What follows belongs to an exercise in optimizing a design on an open flow for small area, a short achievable clock period and few clock cycles per item; a production flow would make more cautious choices.
Function was checked by simulation only, so behaviour that the tests miss may differ from the original.

==> job 3820: inputs <==
// husk_dec
module husk_dec (
    input  wire         clk,
    input  wire         rst,
    input  wire         in_valid,
    output wire         in_ready,
    input  wire         in_mode,
    input  wire [255:0] in_data,
    input  wire [31:0]  in_check,
    output wire         out_valid,
    output wire [255:0] out_data,
    output wire [31:0]  out_check,
    output wire [1:0]   out_status
);
clock: 30.0 ns
lec_check: 0
cap_margin: 20
core_margin: 2
core_utilization: 55
place_density: 0.68
slew_margin: 20
standard.sh (not shown) runs the stock make flow with config.mk's settings and CLKGATE_MAP_FILE= SYNTH_SCRIPT=/design/flow/synth_recipe.tcl, a recipe that flattens the netlist after the stock synthesis.
==> flow/flow/run.sh <==
#!/bin/bash
# Standard layout, but the port buffers that global placement inserts are
# buf_2 cells instead of the default delay buffers.
set -euo pipefail
export BUFFER_PORTS_ARGS="-buffer_cell sky130_fd_sc_hd__buf_2"
bash standard.sh > standard_make.log 2>&1
==> inputs of job 4727, as changes to job 3820 <==
--- a/flow/design.v
+++ b/flow/design.v
@@ -135,10 +135,19 @@
       frcomp[5] = a[7];
       frcomp[6] = a[1] ^ a[3] ^ a[6] ^ a[7];
       frcomp[7] = a[2] ^ a[5];
     end
   endfunction
+  function inpos;
+    input [7:0] x;
+    begin
+      case (x)
+        8'h4D, 8'h02, 8'hAC, 8'h4C, 8'h54, 8'h8A, 8'hFE, 8'h11, 8'h6D, 8'h67, 8'h2E, 8'h57, 8'h70, 8'h94, 8'hF7, 8'hA2, 8'h7E, 8'hA6, 8'h05, 8'h2D, 8'hAD, 8'h1A, 8'h72, 8'h38, 8'hBB, 8'hF6, 8'hF4, 8'h58, 8'h14, 8'h40, 8'hCA, 8'h34, 8'h25, 8'h48, 8'h2F, 8'h01: inpos = 1'b1;
+        default: inpos = 1'b0;
+      endcase
+    end
+  endfunction
   wire [287:0] cw;
   wire [0:0] mode;
   wire [7:0] S0;
   reg [287:0] cw_r1;
   wire [7:0] S1;
@@ -179,11 +188,10 @@
   wire [7:0] x2;
   wire [7:0] y1d;
   reg [7:0] C1_r3;
   reg [7:0] t_r3;
   reg [7:0] C0_r3;
-  reg [7:0] z0_r3;
   wire [0:0] m1;
   wire [0:0] m2;
   wire [35:0] h1;
   wire [35:0] h2;
   wire [0:0] intact;
@@ -197,13 +205,12 @@
   reg [0:0] trc_r3;
   wire [1:0] status;
   reg [0:0] intact_r2;
   reg [0:0] intact_r3;
   wire [7:0] y1n;
+  wire [7:0] s0c;
   wire [7:0] Y1;
-  reg [7:0] S0_r2;
-  reg [7:0] S0_r3;
   wire [7:0] Y2;
   wire [287:0] err;
   wire [287:0] res;
   reg [287:0] cw_r2;
   reg [287:0] cw_r3;
@@ -1574,25 +1581,26 @@
   assign Q = cmul(N, invM);
   assign t = cmul(D_r2, invA);
   assign c = cmul(BD, csq(invA));
   assign trc = ^{c[7]};
   assign z0 = clsol(c);
-  assign z0p = dz ? 8'h01 : z0;
+  assign z0p = z0 ^ {7'b0, dz};
   assign x1 = cmul(Q_r3, z0p_r3);
   assign x2 = x1 ^ Q_r3;
-  assign y1d = cmul(C1_r3, t_r3) ^ cmul(C0_r3, z0_r3 ^ 8'h01);
-  assign m1 = |{(x1 == 8'h01), (x1 == 8'h2F), (x1 == 8'h48), (x1 == 8'h25), (x1 == 8'h34), (x1 == 8'hCA), (x1 == 8'h40), (x1 == 8'h14), (x1 == 8'h58), (x1 == 8'hF4), (x1 == 8'hF6), (x1 == 8'hBB), (x1 == 8'h38), (x1 == 8'h72), (x1 == 8'h1A), (x1 == 8'hAD), (x1 == 8'h2D), (x1 == 8'h05), (x1 == 8'hA6), (x1 == 8'h7E), (x1 == 8'hA2), (x1 == 8'hF7), (x1 == 8'h94), (x1 == 8'h70), (x1 == 8'h57), (x1 == 8'h2E), (x1 == 8'h67), (x1 == 8'h6D), (x1 == 8'h11), (x1 == 8'hFE), (x1 == 8'h8A), (x1 == 8'h54), (x1 == 8'h4C), (x1 == 8'hAC), (x1 == 8'h02), (x1 == 8'h4D)};
-  assign m2 = |{(x2 == 8'h01), (x2 == 8'h2F), (x2 == 8'h48), (x2 == 8'h25), (x2 == 8'h34), (x2 == 8'hCA), (x2 == 8'h40), (x2 == 8'h14), (x2 == 8'h58), (x2 == 8'hF4), (x2 == 8'hF6), (x2 == 8'hBB), (x2 == 8'h38), (x2 == 8'h72), (x2 == 8'h1A), (x2 == 8'hAD), (x2 == 8'h2D), (x2 == 8'h05), (x2 == 8'hA6), (x2 == 8'h7E), (x2 == 8'hA2), (x2 == 8'hF7), (x2 == 8'h94), (x2 == 8'h70), (x2 == 8'h57), (x2 == 8'h2E), (x2 == 8'h67), (x2 == 8'h6D), (x2 == 8'h11), (x2 == 8'hFE), (x2 == 8'h8A), (x2 == 8'h54), (x2 == 8'h4C), (x2 == 8'hAC), (x2 == 8'h02), (x2 == 8'h4D)};
+  assign y1d = cmul(C1_r3, t_r3) ^ cmul(C0_r3, z0p_r3 ^ 8'h01);
+  assign m1 = inpos(x1);
+  assign m2 = inpos(x2);
   assign h1 = {(x1 == 8'h01), (x1 == 8'h2F), (x1 == 8'h48), (x1 == 8'h25), (x1 == 8'h34), (x1 == 8'hCA), (x1 == 8'h40), (x1 == 8'h14), (x1 == 8'h58), (x1 == 8'hF4), (x1 == 8'hF6), (x1 == 8'hBB), (x1 == 8'h38), (x1 == 8'h72), (x1 == 8'h1A), (x1 == 8'hAD), (x1 == 8'h2D), (x1 == 8'h05), (x1 == 8'hA6), (x1 == 8'h7E), (x1 == 8'hA2), (x1 == 8'hF7), (x1 == 8'h94), (x1 == 8'h70), (x1 == 8'h57), (x1 == 8'h2E), (x1 == 8'h67), (x1 == 8'h6D), (x1 == 8'h11), (x1 == 8'hFE), (x1 == 8'h8A), (x1 == 8'h54), (x1 == 8'h4C), (x1 == 8'hAC), (x1 == 8'h02), (x1 == 8'h4D)};
   assign h2 = {(x2 == 8'h01), (x2 == 8'h2F), (x2 == 8'h48), (x2 == 8'h25), (x2 == 8'h34), (x2 == 8'hCA), (x2 == 8'h40), (x2 == 8'h14), (x2 == 8'h58), (x2 == 8'hF4), (x2 == 8'hF6), (x2 == 8'hBB), (x2 == 8'h38), (x2 == 8'h72), (x2 == 8'h1A), (x2 == 8'hAD), (x2 == 8'h2D), (x2 == 8'h05), (x2 == 8'hA6), (x2 == 8'h7E), (x2 == 8'hA2), (x2 == 8'hF7), (x2 == 8'h94), (x2 == 8'h70), (x2 == 8'h57), (x2 == 8'h2E), (x2 == 8'h67), (x2 == 8'h6D), (x2 == 8'h11), (x2 == 8'hFE), (x2 == 8'h8A), (x2 == 8'h54), (x2 == 8'h4C), (x2 == 8'hAC), (x2 == 8'h02), (x2 == 8'h4D)};
   assign intact = (S0 == 8'h00) && (S1 == 8'h00) && (S2 == 8'h00) && (S3 == 8'h00);
   assign single = dz_r3 & az_r3 & m1;
   assign double = mode_r3 & ~dz_r3 & ~trc_r3 & m1 & m2;
   assign status = intact_r3 ? 2'd0 : single ? 2'd1 : double ? 2'd2 : 2'd3;
   assign y1n = frcomp(y1d);
-  assign Y1 = single ? S0_r3 : (double ? y1n : 8'h00);
-  assign Y2 = double ? (S0_r3 ^ y1n) : 8'h00;
+  assign s0c = frcomp(C0_r3);
+  assign Y1 = single ? s0c : (double ? y1n : 8'h00);
+  assign Y2 = double ? (s0c ^ y1n) : 8'h00;
   assign err[7:0] = ({8{h1[0]}} & Y1) | ({8{h2[0]}} & Y2);
   assign err[15:8] = ({8{h1[1]}} & Y1) | ({8{h2[1]}} & Y2);
   assign err[23:16] = ({8{h1[2]}} & Y1) | ({8{h2[2]}} & Y2);
   assign err[31:24] = ({8{h1[3]}} & Y1) | ({8{h2[3]}} & Y2);
   assign err[39:32] = ({8{h1[4]}} & Y1) | ({8{h2[4]}} & Y2);
@@ -1647,21 +1655,18 @@
     Q_r3 <= Q;
     z0p_r3 <= z0p;
     C1_r3 <= C1_r2;
     t_r3 <= t;
     C0_r3 <= C0_r2;
-    z0_r3 <= z0;
     dz_r3 <= dz;
     az_r3 <= az;
     mode_r1 <= mode;
     mode_r2 <= mode_r1;
     mode_r3 <= mode_r2;
     trc_r3 <= trc;
     intact_r2 <= intact;
     intact_r3 <= intact_r2;
-    S0_r2 <= S0;
-    S0_r3 <= S0_r2;
     cw_r2 <= cw_r1;
     cw_r3 <= cw_r2;
     res_r4 <= res;
     status_r4 <= status;
   end
==> flow/flow/run.sh (replaced) <==
#!/bin/bash
# Standard layout (the standard.sh) with one change in global placement:
# every port still gets a buffer, but inputs get buf_1 and outputs buf_2
# (instead of the default delay buffer), and the flip-flops that drive
# output ports are sized up to dfxtp_2.  See pre_gpl.tcl.
set -euo pipefail
export DONT_BUFFER_PORTS=1
export PRE_GLOBAL_PLACE_TCL="$PWD/flow/pre_gpl.tcl"
bash standard.sh > standard_make.log 2>&1
==> flow/flow/pre_gpl.tcl (new file) <==
# Run by ORFS before global placement (PRE_GLOBAL_PLACE_TCL), in place of
# its own buffer_ports call (DONT_BUFFER_PORTS=1).
set db [ord::get_db]
set block [ord::get_db_block]
set ff2 [$db findMaster sky130_fd_sc_hd__dfxtp_2]
set nup 0
foreach bt [$block getBTerms] {
  if {[$bt getIoType] != "OUTPUT"} { continue }
  set net [$bt getNet]
  if {$net == "NULL"} { continue }
  foreach it [$net getITerms] {
    if {![$it isOutputSignal]} { continue }
    set inst [$it getInst]
    if {[[$inst getMaster] getName] == "sky130_fd_sc_hd__dfxtp_1"} {
      $inst swapMaster $ff2
      incr nup
    }
  }
}
puts "pre_gpl: $nup output flip-flops sized to dfxtp_2"
buffer_ports -inputs -buffer_cell sky130_fd_sc_hd__buf_1
buffer_ports -outputs -buffer_cell sky130_fd_sc_hd__buf_2
==> flow/config.mk (replaced) <==
export PLATFORM = sky130hd
export DESIGN_NAME = husk_dec
export DESIGN_NICKNAME = husk_dec
export VERILOG_FILES = /design/flow/design.v
export SDC_FILE = /design/flow/constraint.sdc
export NUM_CORES = 4
export LEC_CHECK = 0
export CAP_MARGIN = 20
export CORE_MARGIN = 2
export CORE_UTILIZATION = 58
export CTS_CLUSTER_DIAMETER = 80
export CTS_CLUSTER_SIZE = 20
export PLACE_DENSITY = 0.7
export SLEW_MARGIN = 50
==> qor summary <==
|  | job 3820 | job 4727 |
|---|---|---|
| Run status | complete, no violations | complete, no violations |
| Area of the die | 109000 um2 | 103000 um2 |
| Worst R2R Setup Slack | 22.36 ns | 22.70 ns |
| Worst clock skew | 0.0760 ns | 0.100 ns |
| Worst setup slack before clock tree synthesis | 22.96 ns | 23.18 ns |
| Area growth from synthesis to final layout | 16.3% | 9.93% |
| Cell row count | 119 | 115 |
| Critical path's slowest cell | sky130_fd_sc_hd__and2_2 | sky130_fd_sc_hd__dfxtp_1 |
| Fraction of the mapped netlist area in compound gates | 0.0687 | 0.0634 |
Testbench counts of job 3820, summed over its fixed seeds: cycles 6,432, items 6,400.
Testbench counts of job 4727, summed over its fixed seeds: cycles 6,432, items 6,400.

## static timing again, ports no longer ideal
The results above use ideal ports. As a check the final layouts listed here were re-extracted and re-timed, cells and wires unchanged. Step 1 (the two cells are an assumption about what drives the block):
set clk [get_ports {clk}]
set_driving_cell -lib_cell sky130_fd_sc_hd__clkbuf_16 $clk
set_driving_cell -lib_cell sky130_fd_sc_hd__buf_2 [delete_from_list [all_inputs] $clk]
Step 2 times the ports against the registers' clock, not the clock port: input delays grow and output delays shrink by t, the midpoint of the rising clock arrivals with the driver on. a / b / c = ideal ports / drivers / drivers and shift; a / b = the first two.
| run | t (ns) | slack for setup (ns) | clock arrival spread, ns | slew at the worst register clock pin (ns) | worst slew at a driven data input, ns |
|---|---|---|---|---|---|
| job 3820 | 0.806 | 22.357 / 22.357 / 22.357 | 0.077 / 0.077 | 0.08 / 0.08 | 0.14 |
| job 4727 | 0.795 | 22.697 / 22.686 / 22.697 | 0.105 / 0.105 | 0.09 / 0.09 | 0.15 |
After both steps every run listed still meets setup and hold.
